This is an optimization exercise on Yosys and OpenROAD, whose aim is a short achievable clock period and few clock cycles per item, not a production implementation. In this exercise RTL edits were held to simulation tests only and were not proved equivalent to the original. Power and IR drop assume default switching activity.

## flow/flow/run.sh

```bash
#!/bin/bash
# Standard layout (standard synthesis, the standard flow's config and constraints), with
# timing repair asked to keep a larger setup margin.
set -euo pipefail
bash standard.sh SETUP_SLACK_MARGIN=8.5 finish 2>&1 | tee flow_make.log
```

## flow/standard.sh

```bash
#!/bin/bash
# synth_recipe.tcl (not shown) runs the flow's synth.tcl, then flattens the netlist and writes it again
# the make line also repeats each setting of config.mk as NAME=value (left out here)
make -C /OpenROAD-flow-scripts/flow DESIGN_CONFIG=/design/flow/config.mk WORK_HOME=/design/flow/orfs CLKGATE_MAP_FILE= SYNTH_SCRIPT=/design/flow/synth_recipe.tcl "${@:-finish}"
```

## flow/config.mk

```make
export PLATFORM = sky130hd
export DESIGN_NAME = rc_line_decoder
export DESIGN_NICKNAME = rc_line_decoder
export VERILOG_FILES = /design/flow/design.v
export SDC_FILE = /design/flow/constraint.sdc
export NUM_CORES = 4
export LEC_CHECK = 0
export ABC_CLOCK_PERIOD_IN_PS = 3000
export CAP_MARGIN = 30
export CORE_MARGIN = 2
export CORE_UTILIZATION = 30
export PLACE_DENSITY = 0.5
export SETUP_SLACK_MARGIN = 5
export SLEW_MARGIN = 30
export TNS_END_PERCENT = 100
```

## flow/constraint.sdc

```tcl
create_clock -name core_clock -period 12.0 [get_ports {clk}]
set_input_delay 2.4000 -clock core_clock [delete_from_list [all_inputs] [get_ports {clk}]]
set_output_delay 2.4000 -clock core_clock [all_outputs]
set_load 0.01 [all_outputs]
```

## flow/design.v

```verilog
module rcd_fifo #(
    parameter integer W  = 8,
    parameter integer D  = 4,
    parameter integer AW = 2
) (
    input              clk,
    input              clr,
    input              push,
    input      [W-1:0] din,
    input              pop,
    output     [W-1:0] dout,
    output reg [AW:0]  count
);
    reg [W*D-1:0] mem;
    reg [AW-1:0]  wp, rp;
    reg [W-1:0]   rd;
    integer       i;
    always @(*) begin
        rd = mem[W-1:0];
        for (i = 1; i < D; i = i + 1)
            if (rp == i) rd = mem[W*i +: W];
    end
    assign dout = rd;
    genvar g;
    generate
        for (g = 0; g < D; g = g + 1) begin : g_mem
            always @(posedge clk)
                if (push && wp == g) mem[W*g +: W] <= din;
        end
    endgenerate
    always @(posedge clk) begin
        if (clr) begin
            wp    <= {AW{1'b0}};
            rp    <= {AW{1'b0}};
            count <= {(AW+1){1'b0}};
        end else begin
            if (push) wp <= wp + 1'b1;
            if (pop)  rp <= rp + 1'b1;
            count <= count + {{AW{1'b0}}, push} - {{AW{1'b0}}, pop};
        end
    end
endmodule
module rc_line_decoder (
    input             clk,
    input             rst,
    input             start,
    input      [10:0] cfg_segs,    
    input             cfg_ten,     
    input      [16:0] cfg_len,     
    output            idle,
    input             in_valid,
    input      [31:0] in_data,
    output            in_ready,
    input             ab_valid,
    input      [9:0]  ab_px0,
    input      [9:0]  ab_px1,
    output            ab_ready,
    output reg        out_valid,
    output reg [9:0]  out_px0,
    output reg [9:0]  out_px1,
    output reg        done,
    output reg [2:0]  err
);
    localparam integer VD = 16;    
    localparam integer CD = 4;     
    localparam integer AD = 8;     
    localparam integer NP = 16;    
    localparam integer NL = 62;    
    localparam [2:0] P_IDLE = 3'd0,
                     P_HDR  = 3'd1,
                     P_PRED = 3'd2,
                     P_RAW  = 3'd3,
                     P_END  = 3'd4;
    localparam [1:0] M_PRED = 2'b00,
                     M_RUN  = 2'b01,
                     M_RAW  = 2'b10;
    localparam [2:0] E_NONE     = 3'd0,
                     E_SHORT    = 3'd5,
                     E_TRAILING = 3'd6,
                     E_RUN      = 3'd7;
    integer i;
    genvar  g;
    reg         busy;
    reg         idle_q;
    reg         in_rdy_q;
    reg         ab_rdy_q;
    reg         ten;
    reg  [16:0] bytes_left;     
    reg         bl_more;        
    reg         bl_more4;       
    reg         perr_q;         
    reg  [2:0]  perr_code;
    reg         pfin_ok;        
    assign idle     = idle_q;
    assign in_ready = in_rdy_q;
    assign ab_ready = ab_rdy_q;
    wire take_start = start && idle_q;
    wire abort      = perr_q;
    wire clr        = rst || take_start;
    reg  [31:0]  w_reg;
    reg          w_vld;
    reg  [127:0] bb;            
    reg  [7:0]   bc;            
    reg  [7:0]   lv;            
    reg          lfin;          
    reg          ok_bc14;       
    reg          ok_bc20;       
    reg          ok_one;        
    reg          ok_two;        
    reg  [19:0]  rem;           
    wire         rem_small = (rem[19:6] == 14'd0);    
    wire [13:0]  rem_hi_m1 = rem[19:6] - 14'd1;
    reg  [5*NP-1:0] lr;         
    wire         in_acc = in_valid && in_rdy_q;
    wire         all_in = !bl_more && !w_vld;
    wire [127:0] wplace = w_vld ? ({w_reg, 96'd0} >> bc) : 128'd0;
    reg  [2:0]   ps;
    reg  [10:0]  psegs;         
    reg  [10:0]  psegs_m1;      
    reg          psegs_z;       
    reg  [3:0]   kq;
    reg  [5:0]   cnt;           
    wire [2:0]   ccnt;
    wire [4:0]   vcnt;
    wire [4:0]   bw  = ten ? 5'd10 : 5'd8;
    wire [1:0]   h_mode = bb[127:126];
    wire [1:0]   h_pred = bb[125:124];
    wire [3:0]   h_k    = bb[123:120];
    wire [9:0]   h_nm1  = bb[123:114];
    reg  [4:0]   h_need;
    always @(*) begin
        case (h_mode)
            M_PRED:  h_need = 5'd8;
            M_RUN:   h_need = 5'd14;
            default: h_need = 5'd2;
        endcase
    end
    wire         h_go    = (ps == P_HDR) && (ok_bc14 || all_in) && (ccnt < CD);
    wire         h_short = rem_small && ({1'b0, h_need} > rem[5:0]);
    wire         h_runerr = (h_mode == M_RUN) && ({1'b0, h_nm1} >= psegs);
    wire [10:0]  psegs_dec = psegs_m1 - ((h_mode == M_RUN) ? {1'b0, h_nm1} : 11'd0);
    wire         h_lastseg = (h_mode == M_RUN) ? ({1'b0, h_nm1} == psegs_m1) : (psegs_m1 == 11'd0);
    function [4:0] lones;
        input [15:0] x;
        integer j;
        begin
            lones = 5'd16;
            for (j = 0; j < 16; j = j + 1)
                if (!x[j]) lones = 5'd15 - j[4:0];
        end
    endfunction
    wire [3:0]   k_next = (ps == P_HDR) ? h_k : kq;
    wire [5*NL-1:0] lpre;
    generate
        for (g = 0; g < NL; g = g + 1) begin : g_len
            wire [4:0] qg = lones(bb[127 - g -: 16]);
            assign lpre[5*g +: 5] = (qg == 5'd16) ? (5'd16 + bw) : (qg + 5'd1 + {1'b0, k_next});
        end
    endgenerate
    wire [4:0]   L0 = lr[4:0];
    reg  [5:0]   t_two;             
    reg  [4:0]   L1;
    always @(*) begin
        t_two = 6'd0;
        L1    = 5'd0;
        for (i = 1; i < NP; i = i + 1) begin
            t_two = t_two | ({6{L0 == i}} & (i[5:0] + {1'b0, lr[5*i +: 5]}));
            L1    = L1    | ({5{L0 == i}} & lr[5*i +: 5]);
        end
    end
    wire         v_room  = (vcnt <= VD - 5);
    wire         p_go    = (ps == P_PRED) && (ok_one || lfin) && v_room;
    wire         p_two   = (cnt != 6'd0) && (L0 < NP) && (ok_two || lfin);
    wire [5:0]   p_used  = p_two ? t_two : {1'b0, L0};
    wire         p_short = rem_small && (p_used > rem[5:0]);
    wire         p_segend = (cnt == 6'd0) || (p_two && cnt == 6'd1);
    wire         r_go    = (ps == P_RAW) && (ok_bc20 || all_in) && v_room;
    wire         r_short = rem_small && ({bw, 1'b0} > rem[5:0]);
    reg  [5:0]   used;
    always @(*) begin
        if (h_go)      used = {1'b0, h_need};
        else if (p_go) used = p_used;
        else if (r_go) used = {bw, 1'b0};
        else           used = 6'd0;
    end
    wire [127:0] bm  = bb | wplace;
    wire [127:0] bs5 = used[5] ? (bm  << 32) : bm;
    wire [127:0] bs4 = used[4] ? (bs5 << 16) : bs5;
    wire [127:0] bs3 = used[3] ? (bs4 << 8)  : bs4;
    wire [127:0] bs2 = used[2] ? (bs3 << 4)  : bs3;
    wire [127:0] bs1 = used[1] ? (bs2 << 2)  : bs2;
    wire [127:0] bs0 = used[0] ? (bs1 << 1)  : bs1;
    wire [5*NL-1:0] ls5 = used[5] ? (lpre >> 160) : lpre;
    wire [5*NL-1:0] ls4 = used[4] ? (ls5  >> 80)  : ls5;
    wire [5*NL-1:0] ls3 = used[3] ? (ls4  >> 40)  : ls4;
    wire [5*NL-1:0] ls2 = used[2] ? (ls3  >> 20)  : ls3;
    wire [5*NL-1:0] ls1 = used[1] ? (ls2  >> 10)  : ls2;
    wire [5*NL-1:0] ls0 = used[0] ? (ls1  >> 5)   : ls1;
    wire [127:0] bb_c1 = bb << L0;      
    reg          f_vld, f_two, f_raw;
    reg  [30:0]  f_c0, f_c1;        
    reg  [4:0]   f_l0, f_l1;
    reg  [3:0]   f_k;
    function [10:0] rice_u;
        input [30:0] c;             
        input [4:0]  l;             
        input [3:0]  k;
        input        tn;
        reg   [30:0] sh;
        reg   [15:0] fld;
        reg   [4:0]  q;
        reg   [31:0] qk;
        begin
            if (&c[30:15]) begin
                rice_u = tn ? {1'b0, c[14:5]} : {3'b000, c[14:7]};
            end else begin
                sh     = c >> (5'd31 - l);
                fld    = sh[15:0] & ~(16'hffff << k);
                q      = l - 5'd1 - {1'b0, k};
                qk     = {27'd0, q} << k;
                rice_u = qk[10:0] | fld[10:0];
            end
        end
    endfunction
    wire [10:0]  f_u0 = rice_u(f_c0, f_l0, f_k, ten);
    wire [10:0]  f_u1 = rice_u(f_c1, f_l1, f_k, ten);
    wire [9:0]   f_s0 = f_u0[0] ? ~f_u0[10:1] : f_u0[10:1];
    wire [9:0]   f_s1 = f_u1[0] ? ~f_u1[10:1] : f_u1[10:1];
    wire [9:0]   f_r0 = ten ? f_c0[30:21] : {2'b00, f_c0[30:23]};
    wire [9:0]   f_r1 = ten ? f_c0[20:11] : {2'b00, f_c0[22:15]};
    wire [9:0]   f_va = f_raw ? f_r0 : f_s0;
    wire [9:0]   f_vb = f_raw ? f_r1 : f_s1;
    wire         f_n2 = f_raw || f_two;
    reg          g_vld, g_n2;
    reg  [9:0]   g_va, g_vb;
    reg          half_vld;
    reg  [9:0]   half_v;
    reg          vpush;
    reg  [19:0]  vdin;
    always @(*) begin
        vpush = 1'b0;
        vdin  = {g_vb, g_va};
        if (g_vld) begin
            if (half_vld) begin
                vpush = 1'b1;
                vdin  = {g_va, half_v};
            end else if (g_n2) begin
                vpush = 1'b1;
            end
        end
    end
    reg          abi_vld;
    reg  [9:0]   abi_b0, abi_b1;
    reg  [9:0]   pbx;               
    reg  [15:0]  ab_left;           
    wire [3:0]   acnt;
    wire         ab_acc = ab_valid && ab_rdy_q;
    wire [19:0]  apk  = {abi_b1, abi_b0};
    reg          cur_vld;
    reg  [1:0]   cur_mode;
    reg  [1:0]   cur_pred;
    reg  [14:0]  cur_left;          
    reg          cur_end;           
    reg  [14:0]  r_left;            
    reg          r_last;            
    reg          r_first;           
    wire [13:0]  chead;
    wire [19:0]  ahead;
    wire [19:0]  vhead;
    wire         need_val = (cur_mode == M_PRED) || (cur_mode == M_RAW);
    wire         x_go     = busy && cur_vld && (acnt != 4'd0) && (!need_val || vcnt != 5'd0) &&
                            (!r_last || pfin_ok) && !abort;
    wire         cmd_pop  = (ccnt != 3'd0) && (!cur_vld || (x_go && cur_end));
    wire         h_ok  = h_go && !h_short && !h_runerr;
    wire         cbyp  = h_ok && (ccnt == 3'd0) && (!cur_vld || (x_go && cur_end));
    wire         cpush = h_ok && !cbyp;
    rcd_fifo #(.W(14), .D(CD), .AW(2)) u_cf (
        .clk(clk), .clr(clr), .push(cpush), .din({h_nm1, h_pred, h_mode}),
        .pop(cmd_pop), .dout(chead), .count(ccnt));
    rcd_fifo #(.W(20), .D(VD), .AW(4)) u_vf (
        .clk(clk), .clr(clr), .push(vpush), .din(vdin),
        .pop(x_go && need_val), .dout(vhead), .count(vcnt));
    rcd_fifo #(.W(20), .D(AD), .AW(3)) u_af (
        .clk(clk), .clr(clr), .push(abi_vld), .din(apk),
        .pop(x_go), .dout(ahead), .count(acnt));
    wire [9:0]   hv0  = vhead[9:0];
    wire [9:0]   hv1  = vhead[19:10];
    function [62:0] operands;
        input  [1:0]  mode;
        input  [1:0]  pred;
        input  [9:0]  b, c, v;
        reg    [9:0]  s, ds, y, xlo, xhi, ohi, lo, hi;
        reg           ge;
        reg    [10:0] olo, z;
        reg           avg;
        begin
            s   = (mode == M_PRED) ? v : 10'd0;
            ds  = b - c + s;
            ge  = (b >= c);
            lo  = ge ? c : b;
            hi  = ge ? b : c;
            y   = (mode == M_RAW) ? v : b + s;
            xlo = s;
            xhi = s;
            olo = 11'd0;
            ohi = 10'h3ff;
            avg = 1'b0;
            z   = {1'b0, b} + {s, 1'b0};
            if (mode == M_PRED || mode == M_RUN) begin
                case (pred)
                    2'd0: olo = 11'h400;
                    2'd1: ;
                    2'd2: avg = 1'b1;
                    default: begin
                        olo = {1'b0, lo};
                        ohi = hi;
                        xlo = ge ? ds : s;
                        xhi = ge ? s : ds;
                    end
                endcase
            end
            operands = {z, avg, ohi, olo, xhi, xlo, y};
        end
    endfunction
    wire [9:0]   pmask = ten ? 10'h3ff : 10'h0ff;
    function [9:0] pixel;
        input [9:0]  a;
        input [62:0] op;
        input [9:0]  mk;
        reg   [9:0]  y, xlo, xhi, hi;
        reg   [10:0] lo, z;
        reg          avg;
        reg   [11:0] av;
        reg   [9:0]  p;
        begin
            {z, avg, hi, lo, xhi, xlo, y} = op;
            av = {2'b00, a} + {1'b0, z};
            if (avg)                 p = av[10:1];
            else if ({1'b0, a} < lo) p = a + xlo;
            else if (a > hi)         p = a + xhi;
            else                     p = y;
            pixel = p & mk;
        end
    endfunction
    reg          x_vld, x_last;
    reg  [1:0]   x_mode, x_pred0, x_pred1;
    reg  [19:0]  x_ab;
    reg  [9:0]   x_c0;
    reg  [19:0]  x_v;
    reg          y_vld, y_last;
    reg  [62:0]  y_op0, y_op1;
    wire [62:0]  op0 = operands(x_mode, x_pred0, x_ab[9:0],   x_c0,       x_v[9:0]);
    wire [62:0]  op1 = operands(x_mode, x_pred1, x_ab[19:10], x_ab[9:0],  x_v[19:10]);
    wire [9:0]   y0  = y_op0[9:0],   xlo0 = y_op0[19:10], xhi0 = y_op0[29:20], hi0 = y_op0[50:41];
    wire [10:0]  lo0 = y_op0[40:30], z0   = y_op0[62:52];
    wire         avg0 = y_op0[51];
    wire [9:0]   y1  = y_op1[9:0],   xlo1 = y_op1[19:10], xhi1 = y_op1[29:20], hi1 = y_op1[50:41];
    wire [10:0]  lo1 = y_op1[40:30], z1   = y_op1[62:52];
    wire         avg1 = y_op1[51];
    wire [10:0]  m2  = ten ? 11'h7ff : 11'h1ff;
    wire [11:0]  m4  = ten ? 12'hfff : 12'h3ff;
    wire [13:0]  pb  = ten ? 14'd1024 : 14'd256;      
    wire [13:0]  pbw1 = ten ? 14'd2048 : 14'd512;      
    wire [9:0]   xl0m = xlo0 & pmask, xh0m = xhi0 & pmask, xl1m = xlo1 & pmask, xh1m = xhi1 & pmask;
    wire [10:0]  z0m  = z0 & m2, z1m = z1 & m2;
    wire [9:0]   ka_lo = (xl0m + xl1m) & pmask;
    wire [9:0]   kb_lo = (xl0m + xh1m) & pmask;
    wire [10:0]  kc_lo = ({1'b0, xl0m} + z1m) & m2;
    wire [13:0]  w_lo  = pb - {4'd0, xl0m};
    wire [13:0]  tl0_lo = {3'd0, lo1} - {4'd0, xl0m};
    wire [13:0]  tl1_lo = {3'd0, lo1} + pb - {4'd0, xl0m};
    wire [13:0]  th0_lo = {4'd0, hi1} - {4'd0, xl0m};
    wire [13:0]  th1_lo = {4'd0, hi1} + pb - {4'd0, xl0m};
    wire [9:0]   ka_hi = (xh0m + xl1m) & pmask;
    wire [9:0]   kb_hi = (xh0m + xh1m) & pmask;
    wire [10:0]  kc_hi = ({1'b0, xh0m} + z1m) & m2;
    wire [13:0]  w_hi  = pb - {4'd0, xh0m};
    wire [13:0]  tl0_hi = {3'd0, lo1} - {4'd0, xh0m};
    wire [13:0]  tl1_hi = {3'd0, lo1} + pb - {4'd0, xh0m};
    wire [13:0]  th0_hi = {4'd0, hi1} - {4'd0, xh0m};
    wire [13:0]  th1_hi = {4'd0, hi1} + pb - {4'd0, xh0m};
    wire [10:0]  ka_av = (z0m + {xl1m, 1'b0}) & m2;
    wire [10:0]  kb_av = (z0m + {xh1m, 1'b0}) & m2;
    wire [11:0]  kc_av = ({1'b0, z0m} + {z1m, 1'b0}) & m4;
    wire [13:0]  w_av  = pbw1 - {3'd0, z0m};
    wire [13:0]  tl0_av = {2'd0, lo1, 1'b0} - {3'd0, z0m};
    wire [13:0]  tl1_av = {2'd0, lo1, 1'b0} + pbw1 - {3'd0, z0m};
    wire [13:0]  th0_av = {3'd0, hi1, 1'b0} + 14'd2 - {3'd0, z0m};
    wire [13:0]  th1_av = {3'd0, hi1, 1'b0} + 14'd2 + pbw1 - {3'd0, z0m};
    wire [9:0]   p1y = pixel(y0 & pmask, y_op1, pmask);
    reg          z_vld, z_last;
    reg  [9:0]   z_y0, z_xl0, z_xh0, z_hi0, z_y1, z_p1y;
    reg  [10:0]  z_lo0, z_z0;
    reg          z_avg0, z_avg1;
    reg  [9:0]   z_ka_lo, z_kb_lo, z_ka_hi, z_kb_hi;
    reg  [10:0]  z_kc_lo, z_kc_hi, z_ka_av, z_kb_av;
    reg  [11:0]  z_kc_av;
    reg  [13:0]  z_w_lo, z_tl0_lo, z_tl1_lo, z_th0_lo, z_th1_lo;
    reg  [13:0]  z_w_hi, z_tl0_hi, z_tl1_hi, z_th0_hi, z_th1_hi;
    reg  [13:0]  z_w_av, z_tl0_av, z_tl1_av, z_th0_av, z_th1_av;
    wire         s_vld = z_vld;       
    wire         s_last = z_last;
    reg  [9:0]   a_q;
    wire [13:0]  as  = {4'd0, a_q};
    wire         sel_av = z_avg0;
    wire         sel_lo = !z_avg0 && ({1'b0, a_q} < z_lo0);
    wire         sel_hi = !z_avg0 && !({1'b0, a_q} < z_lo0) && (a_q > z_hi0);
    wire [10:0]  c_lo_s = {1'b0, a_q} + {1'b0, z_xl0};
    wire [10:0]  c_hi_s = {1'b0, a_q} + {1'b0, z_xh0};
    wire [11:0]  c_av_s = {2'd0, a_q} + {1'b0, z_z0};
    wire [9:0]   c_lo = c_lo_s[9:0] & pmask;
    wire [9:0]   c_hi = c_hi_s[9:0] & pmask;
    wire [10:0]  c_av2 = c_av_s[10:0] & m2;
    wire [9:0]   c_av = c_av2[10:1] & pmask;
    wire [9:0]   pix0 = sel_av ? c_av : sel_lo ? c_lo : sel_hi ? c_hi : (z_y0 & pmask);
    function slt;
        input [13:0] a, b;
        begin
            slt = {~a[13], a[12:0]} < {~b[13], b[12:0]};
        end
    endfunction
    function [9:0] cand_x;
        input [9:0]  a;
        input [9:0]  ka, kb;
        input [10:0] kc;
        input [13:0] w, tl0, tl1, th0, th1;
        input        avg1;
        input [9:0]  y1;
        input [9:0]  mk;
        input [10:0] mk2;
        input [13:0] pbv;
        reg   [13:0] a14;
        reg          wr, lt, gt;
        reg   [10:0] sa, sb;
        reg   [11:0] sc;
        reg   [10:0] sc2;
        begin
            a14 = {4'd0, a};
            wr  = !(a14 < w);
            lt  = wr ? (slt(a14, tl1)) : (slt(a14, tl0));
            gt  = wr ? (slt(th1, a14)) : (slt(th0, a14));
            sa  = {1'b0, a} + {1'b0, ka};
            sb  = {1'b0, a} + {1'b0, kb};
            sc  = {2'd0, a} + {1'b0, kc};
            sc2 = (sc[10:0] & mk2) ^ (wr ? pbv[10:0] : 11'd0);
            if (avg1)    cand_x = sc2[10:1] & mk;
            else if (lt) cand_x = sa[9:0] & mk;
            else if (gt) cand_x = sb[9:0] & mk;
            else         cand_x = y1;
        end
    endfunction
    function [9:0] cand_av;
        input [9:0]  a;
        input [10:0] ka, kb;
        input [11:0] kc;
        input [13:0] w, tl0, tl1, th0, th1;
        input        avg1;
        input [9:0]  y1;
        input [9:0]  mk;
        input [10:0] mk2;
        input [11:0] mk4;
        input [13:0] pbv1;
        reg   [13:0] a14;
        reg          wr, lt, gt;
        reg   [11:0] sa, sb;
        reg   [12:0] sc;
        reg   [10:0] sa2, sb2;
        reg   [11:0] sc2;
        begin
            a14 = {4'd0, a};
            wr  = !(a14 < w);
            lt  = wr ? (slt(a14, tl1)) : (slt(a14, tl0));
            gt  = wr ? !(slt(a14, th1)) : !(slt(a14, th0));
            sa  = {2'd0, a} + {1'b0, ka};
            sb  = {2'd0, a} + {1'b0, kb};
            sc  = {3'd0, a} + {1'b0, kc};
            sa2 = sa[10:0] & mk2;
            sb2 = sb[10:0] & mk2;
            sc2 = (sc[11:0] & mk4) ^ (wr ? pbv1[11:0] : 12'd0);
            if (avg1)    cand_av = sc2[11:2] & mk;
            else if (lt) cand_av = sa2[10:1] & mk;
            else if (gt) cand_av = sb2[10:1] & mk;
            else         cand_av = y1;
        end
    endfunction
    wire [9:0]   r_lo = cand_x(a_q, z_ka_lo, z_kb_lo, z_kc_lo, z_w_lo, z_tl0_lo, z_tl1_lo, z_th0_lo, z_th1_lo,
                               z_avg1, z_y1, pmask, m2, pb);
    wire [9:0]   r_hi = cand_x(a_q, z_ka_hi, z_kb_hi, z_kc_hi, z_w_hi, z_tl0_hi, z_tl1_hi, z_th0_hi, z_th1_hi,
                               z_avg1, z_y1, pmask, m2, pb);
    wire [9:0]   r_av = cand_av(a_q, z_ka_av, z_kb_av, z_kc_av, z_w_av, z_tl0_av, z_tl1_av, z_th0_av, z_th1_av,
                                z_avg1, z_y1, pmask, m2, m4, pbw1);
    wire [9:0]   pix1 = sel_av ? r_av : sel_lo ? r_lo : sel_hi ? r_hi : z_p1y;
    wire         line_done = s_vld && s_last;
    reg  [6:0]   rem_lo;
    wire [7:0]   bc_n = bc + (w_vld ? 8'd32 : 8'd0) - {2'd0, used};
    wire [7:0]   lv_n = bc - {2'd0, used};
    always @(posedge clk) begin
        w_vld <= in_acc;
        if (in_acc) w_reg <= in_data;
        bb   <= bs0;
        lr   <= ls0[5*NP-1:0];
        bc   <= bc_n;
        lv   <= lv_n;
        ok_bc14 <= (bc_n >= 8'd14);
        ok_bc20 <= (bc_n >= 8'd20);
        ok_one  <= (lv_n >= 8'd16) && (bc_n >= 8'd31);
        ok_two  <= (lv_n >= 8'd31) && (bc_n >= 8'd46);
        lfin <= all_in;
        rem_lo = {1'b0, rem[5:0]} - {1'b0, used};
        rem  <= {rem_lo[6] ? rem_hi_m1 : rem[19:6], rem_lo[5:0]};
        if (in_acc) begin
            bytes_left <= (bytes_left <= 17'd4) ? 17'd0 : bytes_left - 17'd4;
            bl_more    <= (bytes_left > 17'd4);
            bl_more4   <= (bytes_left > 17'd8);
        end
        f_vld <= 1'b0;
        if (h_go) begin
            if (h_short) begin
                perr_q <= 1'b1; perr_code <= E_SHORT; ps <= P_IDLE;
            end else if (h_runerr) begin
                perr_q <= 1'b1; perr_code <= E_RUN; ps <= P_IDLE;
            end else begin
                psegs    <= psegs_dec;
                psegs_m1 <= psegs_dec - 11'd1;
                psegs_z  <= (psegs_dec == 11'd0);
                kq    <= h_k;
                case (h_mode)
                    M_PRED: begin ps <= P_PRED; cnt <= 6'd63; end
                    M_RAW:  begin ps <= P_RAW;  cnt <= 6'd31; end
                    default: ps <= h_lastseg ? P_END : P_HDR;
                endcase
            end
        end
        if (p_go) begin
            if (p_short) begin
                perr_q <= 1'b1; perr_code <= E_SHORT; ps <= P_IDLE;
            end else begin
                cnt <= cnt - (p_two ? 6'd2 : 6'd1);
                if (p_segend) ps <= psegs_z ? P_END : P_HDR;
            end
            f_vld <= 1'b1;
            f_two <= p_two;
            f_raw <= 1'b0;
        end
        if (r_go) begin
            if (r_short) begin
                perr_q <= 1'b1; perr_code <= E_SHORT; ps <= P_IDLE;
            end else begin
                cnt <= cnt - 6'd1;
                if (cnt == 6'd0) ps <= psegs_z ? P_END : P_HDR;
            end
            f_vld <= 1'b1;
            f_two <= 1'b1;
            f_raw <= 1'b1;
        end
        f_c0   <= bb[127:97];
        f_c1   <= bb_c1[127:97];
        f_l0   <= L0;
        f_l1   <= L1;
        f_k    <= kq;
        if (ps == P_END) begin
            if (rem >= 20'd8) begin
                perr_q <= 1'b1; perr_code <= E_TRAILING;
            end else begin
                pfin_ok <= 1'b1;
            end
            ps <= P_IDLE;
        end
        g_vld <= f_vld;
        g_n2  <= f_n2;
        g_va  <= f_va;
        g_vb  <= f_vb;
        if (g_vld) begin
            if (half_vld) begin
                half_vld <= g_n2;
                half_v   <= g_vb;
            end else if (!g_n2) begin
                half_vld <= 1'b1;
                half_v   <= g_va;
            end
        end
        abi_vld <= ab_acc;
        if (ab_acc) begin
            abi_b0  <= ab_px0;
            abi_b1  <= ab_px1;
            ab_left <= ab_left - 16'd1;
        end
        if (cmd_pop) begin
            cur_vld  <= 1'b1;
            cur_mode <= chead[1:0];
            cur_pred <= chead[3:2];
            cur_left <= (chead[1:0] == M_RUN) ? {chead[13:4], 5'b11111} : 15'd31;
            cur_end  <= 1'b0;
        end else if (cbyp) begin
            cur_vld  <= 1'b1;
            cur_mode <= h_mode;
            cur_pred <= h_pred;
            cur_left <= (h_mode == M_RUN) ? {h_nm1, 5'b11111} : 15'd31;
            cur_end  <= 1'b0;
        end else if (x_go && cur_end) begin
            cur_vld  <= 1'b0;
        end else if (x_go) begin
            cur_left <= cur_left - 15'd1;
            cur_end  <= (cur_left == 15'd1);
        end
        x_vld   <= x_go;
        x_last  <= r_last;
        x_mode  <= cur_mode;
        x_pred0 <= r_first ? 2'd1 : cur_pred;
        x_pred1 <= cur_pred;
        x_ab    <= ahead;
        x_c0    <= pbx;
        if (x_go) pbx <= ahead[19:10];
        x_v     <= vhead;
        y_vld   <= x_vld;
        y_last  <= x_last;
        y_op0   <= op0;
        y_op1   <= op1;
        z_vld   <= y_vld;
        z_last  <= y_last;
        z_y0 <= y0; z_xl0 <= xl0m; z_xh0 <= xh0m; z_hi0 <= hi0; z_lo0 <= lo0; z_z0 <= z0m;
        z_avg0 <= avg0; z_avg1 <= avg1; z_y1 <= y1 & pmask; z_p1y <= p1y;
        z_ka_lo <= ka_lo; z_kb_lo <= kb_lo; z_kc_lo <= kc_lo;
        z_ka_hi <= ka_hi; z_kb_hi <= kb_hi; z_kc_hi <= kc_hi;
        z_ka_av <= ka_av; z_kb_av <= kb_av; z_kc_av <= kc_av;
        z_w_lo <= w_lo; z_tl0_lo <= tl0_lo; z_tl1_lo <= tl1_lo; z_th0_lo <= th0_lo; z_th1_lo <= th1_lo;
        z_w_hi <= w_hi; z_tl0_hi <= tl0_hi; z_tl1_hi <= tl1_hi; z_th0_hi <= th0_hi; z_th1_hi <= th1_hi;
        z_w_av <= w_av; z_tl0_av <= tl0_av; z_tl1_av <= tl1_av; z_th0_av <= th0_av; z_th1_av <= th1_av;
        if (x_go) begin
            r_left  <= r_left - 15'd1;
            r_last  <= (r_left == 15'd1);
            r_first <= 1'b0;
        end
        out_valid <= s_vld;
        out_px0   <= pix0;
        out_px1   <= pix1;
        if (s_vld) a_q <= pix1;
        done <= line_done;
        err  <= E_NONE;
        in_rdy_q <= busy && !abort &&
                    (in_acc ? bl_more4 : bl_more) &&
                    ({1'b0, bc} + (w_vld ? 9'd32 : 9'd0) + (in_acc ? 9'd32 : 9'd0) <= 9'd96);
        ab_rdy_q <= busy && !abort &&
                    ((ab_acc ? (ab_left > 16'd1) : (ab_left != 16'd0))) &&
                    ({1'b0, acnt} + {4'd0, abi_vld} + {4'd0, ab_acc} <= AD - 2);
        if (line_done) begin
            busy     <= 1'b0;
            idle_q   <= 1'b1;
            in_rdy_q <= 1'b0;
            ab_rdy_q <= 1'b0;
        end
        if (abort) begin
            done      <= 1'b1;
            err       <= perr_code;
            perr_q    <= 1'b0;
            busy      <= 1'b0;
            idle_q    <= 1'b1;
            in_rdy_q  <= 1'b0;
            ab_rdy_q  <= 1'b0;
            out_valid <= 1'b0;
            x_vld     <= 1'b0;
            y_vld     <= 1'b0;
            z_vld     <= 1'b0;
            ps        <= P_IDLE;
        end
        if (take_start) begin
            busy       <= 1'b1;
            idle_q     <= 1'b0;
            in_rdy_q   <= 1'b1;
            ab_rdy_q   <= 1'b1;
            ten        <= cfg_ten;
            bytes_left <= cfg_len;
            bl_more    <= 1'b1;
            bl_more4   <= (cfg_len > 17'd4);
            rem        <= {cfg_len, 3'b000};
            psegs      <= cfg_segs;
            psegs_m1   <= cfg_segs - 11'd1;
            psegs_z    <= 1'b0;
            ab_left    <= {cfg_segs, 5'd0};
            r_left     <= {cfg_segs[9:0], 5'd0} - 15'd1;
            r_last     <= 1'b0;
            bb         <= 128'd0;
            bc         <= 8'd0;
            lv         <= 8'd0;
            lfin       <= 1'b0;
            ok_bc14    <= 1'b0;
            ok_bc20    <= 1'b0;
            ok_one     <= 1'b0;
            ok_two     <= 1'b0;
            w_vld      <= 1'b0;
            ps         <= P_HDR;
            pfin_ok    <= 1'b0;
            perr_q     <= 1'b0;
            f_vld      <= 1'b0;
            g_vld      <= 1'b0;
            half_vld   <= 1'b0;
            abi_vld    <= 1'b0;
            cur_vld    <= 1'b0;
            r_first    <= 1'b1;
            x_vld      <= 1'b0;
            y_vld      <= 1'b0;
            z_vld      <= 1'b0;
        end
        if (rst) begin
            busy      <= 1'b0;
            idle_q    <= 1'b1;
            in_rdy_q  <= 1'b0;
            ab_rdy_q  <= 1'b0;
            out_valid <= 1'b0;
            done      <= 1'b0;
            err       <= E_NONE;
            perr_q    <= 1'b0;
            ps        <= P_IDLE;
            f_vld     <= 1'b0;
            g_vld     <= 1'b0;
            x_vld     <= 1'b0;
            y_vld     <= 1'b0;
            z_vld     <= 1'b0;
            w_vld     <= 1'b0;
            abi_vld   <= 1'b0;
            cur_vld   <= 1'b0;
            pfin_ok   <= 1'b0;
        end
    end
endmodule
```

==> results of run 1 <==
-- layout make-up --
cell class                      count  area (um^2)
Sequential cell                  1653        40500
Clock buffer                      255         5370
Clock inverter                    108         1080
Timing Repair Buffer             1612        19000
Multi-Input combinational cell  10300        86300
Inverter                          737         2990
Antenna cell                       72          180
Tap cell                         5265         6590
Timing Repair inverter             18          211
Fill cell                       39100       237000
-- timing repair --
| item | 4_1_cts | 5_1_grt |
|---|---|---|
| endpoints found under the setup margin | 742 | 526 |
| gates cloned | 123 | 19 |
| pin swaps | 484 | 409 |
| resized for setup | 2535 | 842 |
| endpoints found under the hold margin | 0 | 0 |
| buffers inserted | 831 | 255 |
-- synthesized netlist by cell type, drive strengths merged, types with 181 or more instances --
master     n
nor2    1303
nand2   1229
a21oi   1066
dfxtp    931
ha       927
inv      730
mux2i    729
edfxtp   722
o21ai    700
clkbuf   461
xnor2    441
nor3     318
a211oi   295
buf      292
a21o     281
mux2     227
xor2     210
o22ai    202
nand3    181
-- critical path: stages, from the launching register on --
cell and delay (ns):
dfxtp_4 0.36, nor3b_4 0.23, buf_12 0.15, mux2i_4 0.23, buf_12 0.15, clkinvlp_4 0.19
buf_12 0.19, buf_12 0.13, ha_4 0.20, nor2b_4 0.12, o21ai_2 0.16, nor3b_4 0.25
o21ai_4 0.19, a211oi_4 0.61, a31oi_2 0.09, and2_1 0.19, a211oi_2 0.24, a21oi_4 0.13
a21oi_4 0.29, buf_6 0.16, buf_6 0.10, a22o_1 0.12, nor2_1 0.04
-- routing by layer --
metal	GRT usage [%]	wire, um	vias to the layer above
met3	12.0	81100	2913
met5	0.815	1130	-
met1	37.0	246000	58400
li1	-	-	51600
met2	41.7	250000	8430
met4	18.5	54100	49
-- kinds of logic after synthesis --
group                      share of synthesized area, %
other                                           0.00312
muxes                                              10.5
AOI/OAI and AO/OA                                  19.9
buffers and inverters                              4.98
DFF                                                33.5
adders and majority gates                          12.1
and+or+nand+nor                                    14.2
xor gates and xnor gates                           4.76
-- how the worst max path moves through the flow --
stage                           from            endpoint  slack [ns]  depth (start not counted)
finish              ps[2]$_SDFF_PP0_      lr[28]$_DFF_P_        7.34                         22
global route        ps[2]$_SDFF_PP0_      lr[28]$_DFF_P_        7.43                         22
CTS                 ps[1]$_SDFF_PP0_      lr[48]$_DFF_P_        7.67                         19
global placement       lr[1]$_DFF_P_  bb[100]$_SDFF_PP0_        5.36                         16
detailed placement     lr[1]$_DFF_P_  bb[100]$_SDFF_PP0_        5.34                         16
floorplan           ps[0]$_SDFF_PP0_      lr[54]$_DFF_P_        6.16                         12
-- per-stage QoR --
step                      instances  power (mW)  setup WS, ns  util, %
final                         20000        45.2          7.34     40.6
after global routing          20000        46.5          7.43     40.6
after CTS                     19700        41.7          7.67     39.0
after detailed placement      18400        29.9          5.34     32.2
after global placement        18400        29.9          5.36     32.1
after floorplan               13400        22.1          6.16        -
-- report_power, final --
part           total, mW  leakage [nW]  switching, mW  internal (mW)
Combinational       30.1          46.5           18.0           12.1
Clock               6.10          3.16           2.65           3.44
Sequential          8.94          14.4           1.40           7.53
Total               45.2          64.0           22.1           23.1
==> flow_summary.yaml, run 1 <==
grt:
  grt_pass1_vias: 113000
  grt_usage_pct: 29.5
  grt_pass1_wl_mm: 863
  grt_start_max_net_pins: 74
  antenna_found_initial: 72
  grt_overflow_total: 0
setup_path:
  ff2ff_path_depth: 22
  critPathRequiredTime_ns: 12.87
  crit_fanout: 4
  critPathArrivalTime_ns: 5.53
  worstReg2RegEnd: "lr[28]$_DFF_P_"
  reg2reg_from: "ps[2]$_SDFF_PP0_"
  worst-setup-path-type: "reg -> reg"
  critPathCaptureType: "flip-flop"
  start_kind: "flip-flop"
  reg2reg_slack_ns: 7.34
layout:
  largestRegisters: "u_vf.mem x320, u_af.mem x160, bb x128"
  final_cell_mix: "nor2_1 (1,161), nand2_1 (1,115), buf_4 (887)"
  fin_nets: 15700
  finalInstanceArea_um2: 162000
  area_growth_pct: 34.9
  drive_gt1_share_pct: 28.2
  largest_reg_flops: 320
  top_register: "u_vf.mem"
  final_common_cell: "nor2_1"
die:
  start_util_pct: 30.1
  rows: 232
  pin_count: 114
  fp.dieArea_um2: 406000
  core_region_area_um2: 399000
  die_w_um: 637
  die_h_um: 637
logic_synthesis:
  avgSynthCellArea_um2: 8.94
  synth_area_leaders: "edfxtp_1 (18%), dfxtp_1 (16%), ha_1 (9.6%)"
  netlist_area_um2: 120000
  ys_warn_count: 4
  synth_seq_cells: 1653
  synth-edff-count: 722
  synth_top_area_share_pct: 18.0
  async_flop_share_pct: 0
  synth_ff_type: "dfxtp_1"
  synth_cells: 13400
  synth_cell_type_count: 116
  synth_area_leader_cell: "edfxtp_1"
  yosysSeqAreaShare_pct: 33.5
clocking:
  cts_tree: "yes"
  cts_made_buffers: 197
  cts.clk_slew.worst_paths_ns: 0.07
  htreeDepth: 4
  holdBufCountCts: 0
  clk-insertion-delay-late_ns: 1.03
  clockBufferDepth: 4
  clock-sinks: 1653
  cts-root-buf: "clkbuf_16"
timing:
  relSlewSlack_pct: 21.0
  worstMarginPinSlew_ns: 1.19
  finalCritPeriodShare_pct: 38.8
  drv_slew: 0
  fin_hold_ws_ns: 0.299
  rsz0062_at_grt: "yes"
  max_freq_ghz: 0.215
  fin_skew_ns: 0.121
  tns_ns: 0
  hold_viol: 0
  setup_viol: 0
  period_needed_ns: 4.66
run:
  cap_violations: 0
drt:
  vias_per_cell: 6.06
  antenna_left: 0
  wl_per_cell_um: 31.6
  wirelength_mm: 632
  num_vias: 121000
  dr.pass1.iters: 10
  drc: 0
  drt_iter0_drc: 16300
hold_path:
  min_path_cells: 0
  hold_end: "z_hi0[5]$_DFF_P_"
  hold_class: "reg -> reg"
  hp-start: "y_op0[46]$_SDFF_PP1_"
placement:
  io_buffers: 113
  gp_congestion: 1.02
  place_area_um2: 128000
  dp_hpwl_mm: 398
power_and_ir_drop:
  power.density_nw_per_um2: 278
  vdd_drop_max_uv: 204
  p_leak_nw: 64.0
run_status:
  status: "complete, no violations"
Testbench counts, summed over its fixed seeds: cycles 98,614, pixels 191,616.
==> run 2, diff against run 1 <==
==> flow/flow/run.sh (replaced) <==
#!/bin/bash
# Standard layout (standard synthesis, the standard flow's config and constraints), with
# timing repair asked to keep a larger setup margin.
set -euo pipefail
bash standard.sh SETUP_SLACK_MARGIN=9 finish 2>&1 | tee flow_make.log
==> flow_summary.yaml, run 2 <==
timing:
  fin_ws_ns: 7.40
  setup_viol: 0
  hold_viol: 0
  tns_ns: 0
  max_freq_ghz: 0.218
  fin_skew_ns: 0.117
  worstMarginPinSlew_ns: 1.06
  period_needed_ns: 4.60
  finalCritPeriodShare_pct: 38.3
  rsz0062_at_grt: "yes"
  drv_slew: 0
  relSlewSlack_pct: 28.8
  fin_hold_ws_ns: 0.320
grt:
  antenna_found_initial: 62
  grt_start_max_net_pins: 102
  grt_overflow_total: 0
  grt_pass1_wl_mm: 878
  grt_usage_pct: 30.0
  grt_pass1_vias: 114000
clocking:
  htreeDepth: 4
  cts.clk_slew.worst_paths_ns: 0.07
  clockBufferDepth: 4
  clock-sinks: 1653
  cts_tree: "yes"
  clk-insertion-delay-late_ns: 0.97
  holdBufCountCts: 0
  cts_made_buffers: 200
  cts-root-buf: "clkbuf_16"
layout:
  fill_cells: 38600
  drive_gt1_share_pct: 32.4
  final_cell_mix: "nor2_1 (1,127), nand2_1 (1,061), buf_4 (1,018)"
  top_register: "u_vf.mem"
  postLayoutCoreUtil_pct: 42.0
  finalInstanceArea_um2: 168000
  register_area_um2: 40600
  fin_nets: 15900
  fin_cells: 20200
  largestRegisters: "u_vf.mem x320, u_af.mem x160, bb x128"
  multiInputGateArea_um2: 88900
  final_common_cell: "nor2_1"
  area_growth_pct: 39.6
  largest_reg_flops: 320
power_and_ir_drop:
  vdd_drop_max_uv: 157
  total_power_mw: 47.2
  power.density_nw_per_um2: 281
  p_leak_nw: 66.5
setup_path:
  crit_fanout: 3
  critPathArrivalTime_ns: 5.37
  critPathCaptureType: "flip-flop"
  start_kind: "flip-flop"
  critPathRequiredTime_ns: 12.77
  worst-setup-path-type: "reg -> reg"
drt:
  drt_iter0_drc: 15900
  wl_met2_mm: 256
  wl_met3_mm: 78.2
  wl_per_cell_um: 31.8
  num_vias: 121000
  dr.pass1.iters: 10
  wl_met1_mm: 259
  top_layer_used: "met5"
  vias_per_cell: 6.00
  antenna_left: 0
  wirelength_mm: 644
  drc: 0
logic_synthesis:
  synth_ff_type: "dfxtp_1"
  synth_top_area_share_pct: 18.0
  netlist_area_um2: 120000
  async_flop_share_pct: 0
  avgSynthCellArea_um2: 8.94
  netlist_top_cells_count: "nor2_1 (1,296), nand2_1 (1,228), a21oi_1 (1,063)"
  yosysSeqAreaShare_pct: 33.5
  synth_area_leader_cell: "edfxtp_1"
  synth_area_leaders: "edfxtp_1 (18%), dfxtp_1 (16%), ha_1 (9.6%)"
  ys_warn_count: 4
  synth-edff-count: 722
  synth_cells: 13400
  synth_seq_cells: 1653
  synth.most_common_cell: "nor2_1"
  synth_cell_type_count: 116
placement:
  io_buffers: 113
  dp_hpwl_mm: 412
  dp_cells: 18400
  gp_congestion: 1.02
  place_area_um2: 130000
  place_ws_ns: 5.16
die:
  die_h_um: 637
  pin_count: 114
  fp.dieArea_um2: 406000
  die_w_um: 637
  start_util_pct: 30.1
  rows: 232
  core_region_area_um2: 399000
hold_path:
  hold_class: "reg -> reg"
run:
  cap_violations: 0
run_status:
  status: "complete, no violations"
[run 2: cell counts after synthesis]
Identical to the previous run, type by type.
[run 2: cells by family (layout without fill, tap and decap cells)]
logic type / count (synthesis) / in the layout / synth area share, %
buffers and inverters: 1490 / 2947 / 4.98
and+or+nand+nor: 3801 / 3820 / 14.2
adders and majority gates: 1073 / 1073 / 12.1
muxes: 1077 / 1077 / 10.5
other: 1 / 45 / 0.00312
AOI/OAI and AO/OA: 3699 / 3703 / 19.9
xor gates and xnor gates: 652 / 652 / 4.76
DFF: 1653 / 1653 / 33.5
[run 2: area by class of cell]
class	instances	share of cell area, %
repair inverters	17	0.127
flip-flops and latches	1653	24.2
repair buffers	1823	12.8
inverters	737	1.83
clock inverters	108	0.747
diodes	42	0.0626
clock buffers	262	3.31
multi-input cells	10300	53.0
well taps	5265	3.93
[run 2: worst max-delay path, cell delays in order (launching register included)]
cell,delay [ns]
dfxtp_1,0.32
buf_6,0.17
clkinvlp_4,0.29
o21ai_2,0.26
nand2_1,0.09
a21boi_2,0.21
nand2b_4,0.18
nand2_2,0.06
o211ai_1,0.43
ha_2,0.33
inv_2,0.05
fa_2,0.35
a21o_1,0.20
a2111oi_4,0.38
a211oi_2,0.09
a21oi_2,0.23
mux2i_1,0.14
mux2i_1,0.16
buf_4,0.15
mux2i_1,0.06
mux2_4,0.27
[run 2: routing by layer]
layer,track usage [%],vias up
met5,0.331,-
met4,17.6,52
met3,9.63,2513
met2,42.6,7840
met1,39.5,59000
li1,-,52000
[run 2: repair_timing]
item                       4_1_cts  5_1_grt
pin swaps                      590      629
gates cloned                   142       21
setup endpoints to repair      859      646
buffers inserted               953      328
gates resized for setup       2697     1207
[run 2: final timing paths]
| kind | startpoint | slack [ns] | depth (start not counted) | end |
|---|---|---|---|---|
| min reg2reg | y_op0[40]$_SDFF_PN0_ | 0.32 | 0 | z_lo0[10]$_DFF_P_ |
| min | y_op0[40]$_SDFF_PN0_ | 0.32 | 0 | z_lo0[10]$_DFF_P_ |
| max | bb[117]$_SDFF_PP0_ | 7.40 | 20 | lr[14]$_DFF_P_ |
| max reg2reg | bb[117]$_SDFF_PP0_ | 7.40 | 20 | lr[14]$_DFF_P_ |
[run 2: power by group]
part | switching, mW | internal (mW) | leakage [nW]
Clock | 2.67 | 3.70 | 3.34
Sequential | 1.53 | 7.55 | 14.4
Combinational | 18.7 | 13.1 | 48.8
Total | 22.9 | 24.4 | 66.5
==> run 3, diff against run 2 <==
--- a/flow/design.v
+++ b/flow/design.v
@@ -184,18 +184,18 @@
         else           used = 6'd0;
     end
     wire [127:0] bm  = bb | wplace;
-    wire [127:0] bs5 = used[5] ? (bm  << 32) : bm;
-    wire [127:0] bs4 = used[4] ? (bs5 << 16) : bs5;
-    wire [127:0] bs3 = used[3] ? (bs4 << 8)  : bs4;
-    wire [127:0] bs2 = used[2] ? (bs3 << 4)  : bs3;
-    wire [127:0] bs1 = used[1] ? (bs2 << 2)  : bs2;
-    wire [127:0] bs0 = used[0] ? (bs1 << 1)  : bs1;
-    wire [5*NL-1:0] ls5 = used[5] ? (lpre >> 160) : lpre;
-    wire [5*NL-1:0] ls4 = used[4] ? (ls5  >> 80)  : ls5;
-    wire [5*NL-1:0] ls3 = used[3] ? (ls4  >> 40)  : ls4;
-    wire [5*NL-1:0] ls2 = used[2] ? (ls3  >> 20)  : ls3;
-    wire [5*NL-1:0] ls1 = used[1] ? (ls2  >> 10)  : ls2;
-    wire [5*NL-1:0] ls0 = used[0] ? (ls1  >> 5)   : ls1;
+    wire [127:0] bs1 = used[0] ? (bm  << 1)  : bm;
+    wire [127:0] bs2 = used[1] ? (bs1 << 2)  : bs1;
+    wire [127:0] bs3 = used[2] ? (bs2 << 4)  : bs2;
+    wire [127:0] bs4 = used[3] ? (bs3 << 8)  : bs3;
+    wire [127:0] bs5 = used[4] ? (bs4 << 16) : bs4;
+    wire [127:0] bs0 = used[5] ? (bs5 << 32) : bs5;
+    wire [5*NL-1:0] ls1 = used[0] ? (lpre >> 5)   : lpre;
+    wire [5*NL-1:0] ls2 = used[1] ? (ls1  >> 10)  : ls1;
+    wire [5*NL-1:0] ls3 = used[2] ? (ls2  >> 20)  : ls2;
+    wire [5*NL-1:0] ls4 = used[3] ? (ls3  >> 40)  : ls3;
+    wire [5*NL-1:0] ls5 = used[4] ? (ls4  >> 80)  : ls4;
+    wire [5*NL-1:0] ls0 = used[5] ? (ls5  >> 160) : ls5;
     wire [127:0] bb_c1 = bb << L0;      
     reg          f_vld, f_two, f_raw;
     reg  [30:0]  f_c0, f_c1;        
==> flow_summary.yaml, run 3 <==
logic_synthesis:
  synth_ff_type: "dfxtp_1"
  synth_seq_cells: 1653
  synth-edff-count: 722
  netlist_top_cells_count: "nor2_1 (1,284), nand2_1 (1,170), a21oi_1 (989)"
  synth_top_area_share_pct: 16.8
  avgSynthCellArea_um2: 8.96
  synth_area_leaders: "edfxtp_1 (17%), dfxtp_1 (14%), ha_1 (9.0%)"
  yosysSeqAreaShare_pct: 31.3
  synth_area_leader_cell: "edfxtp_1"
  synth_cell_type_count: 120
  synth.most_common_cell: "nor2_1"
  ys_warn_count: 4
  netlist_area_um2: 129000
  async_flop_share_pct: 0
  synth_cells: 14400
drt:
  vias_per_cell: 6.13
  drt_iter0_drc: 16800
  wirelength_mm: 715
  wl_per_cell_um: 33.5
  dr.pass1.iters: 13
  drc: 0
  antenna_left: 0
  num_vias: 131000
power_and_ir_drop:
  power.clock.fraction_pct: 13.3
  p_seq_share_pct: 19.8
  swShare_pct: 49.2
  p_leak_nw: 69.4
  power.density_nw_per_um2: 264
  netSwitchingPower_mw: 22.8
  p_int_mw: 23.5
  combPwrFrac_pct: 66.8
  vdd_drop_max_uv: 158
die:
  pin_count: 114
  die_w_um: 659
  die_h_um: 659
  fp.dieArea_um2: 434000
  core_region_area_um2: 427000
  rows: 240
  start_util_pct: 30.1
timing:
  hold_viol: 0
  fin_skew_ns: 0.0934
  relSlewSlack_pct: 23.2
  finalCritPeriodShare_pct: 40.5
  drv_slew: 0
  worstMarginPinSlew_ns: 1.15
  rsz0062_at_grt: "yes"
  setup_viol: 0
  max_freq_ghz: 0.206
  period_needed_ns: 4.85
  tns_ns: 0
layout:
  top_register: "u_vf.mem"
  fin_nets: 16600
  drive_gt1_share_pct: 32.4
  area_growth_pct: 36.6
  largestRegisters: "u_vf.mem x320, u_af.mem x160, bb x128"
  final_cell_mix: "nor2_1 (1,065), nand2_1 (1,027), buf_4 (914)"
  largest_reg_flops: 320
  final_common_cell: "nor2_1"
  postLayoutCoreUtil_pct: 41.1
placement:
  io_buffers: 113
  gp_congestion: 1.06
  dp_hpwl_mm: 458
setup_path:
  crit_path_cell_trace: "buf_8, nand4_1, buf_4, nor3_1, and2_1, ha_1, or3_4, a21oi_4, nand3_2, and3_4, a21o_1, o21ai_2, o22a_1, o32a_1, o221ai_2"
  worst-setup-path-type: "reg -> reg"
  critPathArrivalTime_ns: 5.60
  start_kind: "flip-flop"
  crit_fanout: 17
  critPathCaptureType: "flip-flop"
  critPathRequiredTime_ns: 12.75
  critical-path-max-stage-delay_ns: 0.90
  critical-path-slowest-cell: "nor3_1"
clocking:
  clockBufferDepth: 4
  clock-sinks: 1653
  clk-insertion-delay-late_ns: 1.00
  cts-root-buf: "clkbuf_16"
  cts_tree: "yes"
  cts_made_buffers: 197
  cts.clk_slew.worst_paths_ns: 0.07
  htreeDepth: 4
grt:
  grt_overflow_total: 0
  grt_pass1_wl_mm: 966
  antenna_found_initial: 62
  grt_pass1_vias: 123000
  grt_usage_pct: 31.1
  grt_start_max_net_pins: 73
run_status:
  status: "complete, no violations"
run:
  cap_violations: 0
hold_path:
  hold_class: "reg -> reg"
## run 3: cell count changes after synthesis, moves of 39 or more
cell and change:
mux4_2 +39, nand3_1 +87, nand2b_1 +49, clkbuf_1 +97
a211o_1 +52, a21oi_1 -74, nand2_1 -58, mux2_2 +174
o21ai_0 +60, mux2i_1 +232, o22ai_1 -53, nor3_1 +53
## run 3: cell families (layout without fill, tap and decap cells)
kind of cell | Yosys count | in the layout | share of synthesized area [%]
AOI/OAI and AO/OA | 3811 | 3813 | 19.5
xor gates and xnor gates | 649 | 649 | 4.42
adders and majority gates | 1072 | 1072 | 11.3
buffers and inverters | 1611 | 2829 | 5.09
DFF | 1653 | 1653 | 31.3
muxes | 1533 | 1533 | 14.0
other | 1 | 55 | 0.00291
and+or+nand+nor | 4036 | 4057 | 14.4
## run 3: metrics by stage
stage | cells | hold slack [ns] | cell area, um^2 | power, mW | setup WS, ns
floorplan | 14400 | 0.310 | 131000 | 22.6 | 5.93
global placement | 19600 | 0.310 | 138000 | 30.4 | 4.64
detailed placement | 19600 | 0.312 | 138000 | 30.4 | 4.69
CTS | 20900 | 0.309 | 167000 | 42.4 | 7.41
global route | 21300 | 0.319 | 176000 | 47.6 | 7.25
finish | 21300 | 0.318 | 176000 | 46.3 | 7.15
## run 3: path summary, 6_finish.rpt
check                                         to  slack, ns                  from  depth (start not counted)
worst min register to register  z_lo0[5]$_DFF_P_       0.32  y_op0[35]$_SDFF_PP0_                          0
worst max-delay path              lr[73]$_DFF_P_       7.15     bb[92]$_SDFF_PP0_                         15
worst max register to register    lr[73]$_DFF_P_       7.15     bb[92]$_SDFF_PP0_                         15
worst min-delay path            z_lo0[5]$_DFF_P_       0.32  y_op0[35]$_SDFF_PP0_                          0
## run 3: timing repair
| item | in CTS | in global routing |
|---|---|---|
| gates resized for setup | 2883 | 1213 |
| cloned | 160 | 25 |
| hold buffers | 0 | 0 |
| setup endpoints to repair | 829 | 602 |
| buffers inserted | 790 | 347 |
| pin swaps | 631 | 617 |
## run 3: power by group through the flow
| stage | clock [mW] | sequential [mW] | combinational, mW |
|---|---|---|---|
| final | 6.18 | 9.19 | 31.0 |
| after global routing | 6.48 | 9.22 | 31.9 |
| after CTS | 6.27 | 9.00 | 27.1 |
| after detailed placement | 0 | 9.05 | 21.4 |
| after global placement | 0 | 9.07 | 21.4 |
| after floorplan | 0 | 8.16 | 14.4 |
## run 3: metal layers
metal | share of wire [%] | track usage [%] | wire [um] | vias up
met5 | 0.16 | 0.698 | 1130 | -
met4 | 10 | 24.7 | 72300 | 41
met3 | 12 | 12.0 | 88800 | 3301
met2 | 41 | 45.2 | 291000 | 8989
met1 | 37 | 36.4 | 261000 | 63100
li1 | - | - | - | 55300
## run 3: critical path: cells and delay by family (launching register included)
kind	cells	cell delay, ns
AOI/OAI and AO/OA	6	1.25
adders and majority gates	1	0.27
buffers and inverters	2	0.53
DFF	1	0.46
and+or+nand+nor	6	2.06
## run 3: final cells by class
class	instances	area [um^2]
flip-flops and latches	1653	40600
inverters	728	3040
clock buffers	265	5500
multi-input cells	11100	97200
repair buffers	1721	20800
well taps	5687	7120
repair inverters	22	393
fillers	41300	252000
clock inverters	93	991
diodes	52	130
Testbench counts of run 3, summed over its fixed seeds: cycles 98,614, pixels 191,616.
==> run 4, diff against run 3 <==
--- a/flow/design.v
+++ b/flow/design.v
@@ -183,19 +183,45 @@
         else if (r_go) used = {bw, 1'b0};
         else           used = 6'd0;
     end
+    localparam integer NT = 47;         
+    reg  [NT-1:0] t2oh;                 
+    reg  [NT-1:0] l0oh;                 
+    reg  [NT-1:0] toh;
+    integer       v;
+    always @(*) begin
+        t2oh = {NT{1'b0}};
+        l0oh = {NT{1'b0}};
+        for (v = 1; v < 32; v = v + 1)
+            l0oh[v] = (L0 == v);
+        for (i = 1; i < NP; i = i + 1)
+            for (v = 1; v < 32; v = v + 1)
+                t2oh[i + v] = t2oh[i + v] | ((L0 == i) && (lr[5*i +: 5] == v));
+        toh = {{(NT-1){1'b0}}, 1'b1};
+        if (h_go)
+            toh = (h_mode == M_PRED) ? ({{(NT-1){1'b0}}, 1'b1} << 8) :
+                  (h_mode == M_RUN)  ? ({{(NT-1){1'b0}}, 1'b1} << 14) :
+                                       ({{(NT-1){1'b0}}, 1'b1} << 2);
+        else if (p_go)
+            toh = p_two ? t2oh : l0oh;
+        else if (r_go)
+            toh = ten ? ({{(NT-1){1'b0}}, 1'b1} << 20) : ({{(NT-1){1'b0}}, 1'b1} << 16);
+    end
     wire [127:0] bm  = bb | wplace;
-    wire [127:0] bs1 = used[0] ? (bm  << 1)  : bm;
-    wire [127:0] bs2 = used[1] ? (bs1 << 2)  : bs1;
-    wire [127:0] bs3 = used[2] ? (bs2 << 4)  : bs2;
-    wire [127:0] bs4 = used[3] ? (bs3 << 8)  : bs3;
-    wire [127:0] bs5 = used[4] ? (bs4 << 16) : bs4;
-    wire [127:0] bs0 = used[5] ? (bs5 << 32) : bs5;
-    wire [5*NL-1:0] ls1 = used[0] ? (lpre >> 5)   : lpre;
-    wire [5*NL-1:0] ls2 = used[1] ? (ls1  >> 10)  : ls1;
-    wire [5*NL-1:0] ls3 = used[2] ? (ls2  >> 20)  : ls2;
-    wire [5*NL-1:0] ls4 = used[3] ? (ls3  >> 40)  : ls3;
-    wire [5*NL-1:0] ls5 = used[4] ? (ls4  >> 80)  : ls4;
-    wire [5*NL-1:0] ls0 = used[5] ? (ls5  >> 160) : ls5;
+    reg  [127:0] bs0;
+    reg  [5*NP-1:0] ls0;
+    integer      m;
+    always @(*) begin
+        bs0 = 128'd0;
+        for (i = 0; i < 128; i = i + 1)
+            for (m = 0; m < NT; m = m + 1)
+                if (i + m < 128)
+                    bs0[127 - i] = bs0[127 - i] | (toh[m] & bm[127 - i - m]);
+        ls0 = {5*NP{1'b0}};
+        for (i = 0; i < NP; i = i + 1)
+            for (m = 0; m < NT; m = m + 1)
+                if (i + m < NL)
+                    ls0[5*i +: 5] = ls0[5*i +: 5] | ({5{toh[m]}} & lpre[5*(i + m) +: 5]);
+    end
     wire [127:0] bb_c1 = bb << L0;      
     reg          f_vld, f_two, f_raw;
     reg  [30:0]  f_c0, f_c1;        
==> flow/flow/run.sh (replaced) <==
#!/bin/bash
# Standard layout (standard synthesis, the standard flow's config and constraints), with
# timing repair asked to keep a larger setup margin.
set -euo pipefail
bash standard.sh SETUP_SLACK_MARGIN=8.5 finish 2>&1 | tee flow_make.log
==> flow_summary.yaml, run 4 <==
placement:
  io_buffers: 113
  gp_congestion: 1.13
  dp_hpwl_mm: 823
die:
  start_util_pct: 30.1
  pin_count: 114
  die_w_um: 730
  rows: 266
  die_h_um: 730
logic_synthesis:
  avgSynthCellArea_um2: 8.01
  yosysSeqAreaShare_pct: 25.5
  synth_cells: 19700
  synth_ff_type: "dfxtp_1"
  synth_area_leader_cell: "edfxtp_1"
  netlist_top_cells_count: "o22ai_1 (2,215), clkbuf_1 (1,512), nor2_1 (1,315)"
  synth_area_leaders: "edfxtp_1 (14%), dfxtp_1 (12%), o22ai_1 (8.8%)"
  async_flop_share_pct: 0
  synth-edff-count: 722
  synth.most_common_cell: "o22ai_1"
  synth_cell_type_count: 115
  netlist_area_um2: 158000
  synth_top_area_share_pct: 13.7
  ys_warn_count: 4
  synth_seq_cells: 1653
clocking:
  cts-root-buf: "clkbuf_16"
  clock-sinks: 1653
  cts_made_buffers: 209
  holdBufCountCts: 0
  htreeDepth: 4
  clockBufferDepth: 4
run_status:
  error: "[ERROR GRT-0116] Global routing finished with congestion. Check the congestion regions in the DRC Viewer."
  status: "did not finish"
  failed_stage: "global routing (5_1_grt)"
grt:
  grt_usage_pct: 72.3
  grt_pass1_vias: 242000
  grt_overflow_total: 13400
  grt_start_max_net_pins: 111
  grt_pass1_wl_mm: 2650
run 4: worst min-delay path by stage:
| stage | start | end | slack [ns] | cells past startpoint |
|---|---|---|---|---|
| after CTS | pbx[5]$_DFFE_PP_ | x_c0[5]$_DFF_P_ | 0.32 | 0 |
| after detailed placement | y_op0[45]$_SDFF_PP1_ | z_hi0[4]$_DFF_P_ | 0.31 | 0 |
| after global placement | y_last$_DFF_P_ | z_last$_DFF_P_ | 0.31 | 0 |
| after floorplan | x_last$_DFF_P_ | y_last$_DFF_P_ | 0.31 | 0 |
run 4: kinds of logic after synthesis:
kind of cell,Yosys count,synth area share [%]
XOR/XNOR,623,3.45
other,1,0.00237
multiplexers,536,4.51
AO/OA/AOI/OAI,7545,33.1
adder cells (fa/ha/maj),1112,9.49
flip-flops,1653,25.5
buffers and inverters,3033,7.53
AND/OR/NAND/NOR,5219,16.4
run 4: timing repair:
| item | CTS |
|---|---|
| gates cloned | 243 |
| pin swaps | 913 |
| buffers inserted | 1408 |
| endpoints found under the setup margin | 698 |
| resized for setup | 3622 |
run 4: power by group through the flow:
stage          registers (mW)  clock network [mW]  logic, mW
2_1_floorplan            7.94                   0       12.5
3_3_place_gp             8.94                   0       22.7
3_5_place_dp             8.94                   0       22.6
4_1_cts                  8.80                6.74       28.0
run 4: per-layer routing:
layer / GRT usage, % / overflow
met5: 51.6 / 325
met4: 58.6 / 2256
met2: 80.9 / 4814
met3: 65.4 / 2560
met1: 76.4 / 3434
run 4: per-stage QoR:
stage | worst slack [ns] | cells | cell area, um^2 | utilization [%]
2_1_floorplan | 5.76 | 19700 | 159000 | -
3_3_place_gp | 4.59 | 25600 | 171000 | 32.5
3_5_place_dp | 5.27 | 25600 | 171000 | 32.6
4_1_cts | 7.37 | 27700 | 213000 | 40.6
Testbench counts of run 4, summed over its fixed seeds: cycles 98,614, pixels 191,616.

## re-timing with driven ports
Ports are ideal in the flow. The routed layouts listed here were re-timed in OpenROAD.
Step 1: set_driving_cell puts a clkbuf_16 on clk and a buf_2 on each other input, an assumption about the parent block.
Step 2, shift: input delay + t, output delay - t, t = (earliest + latest rising clock arrival at the registers) / 2. This alone moves slack from input paths to output paths.
Slacks: no drivers / after step 1 / after step 2; pairs: no drivers / after step 1.
run | t (ns) | slack for setup (ns) | cell pins on the clock port's net
run 1 | 1.065 | 7.338 / 7.338 / 7.284 | 1
run 2 | 1.026 | 7.403 / 7.403 / 7.403 | 1
run 3 | 1.050 | 7.146 / 7.146 / 7.146 | 1
After both steps setup and hold are still met in every run listed. For run 1, which loses most, drivers alone change the setup slack by 0.000 ns; drivers and shift together by -0.054 ns.
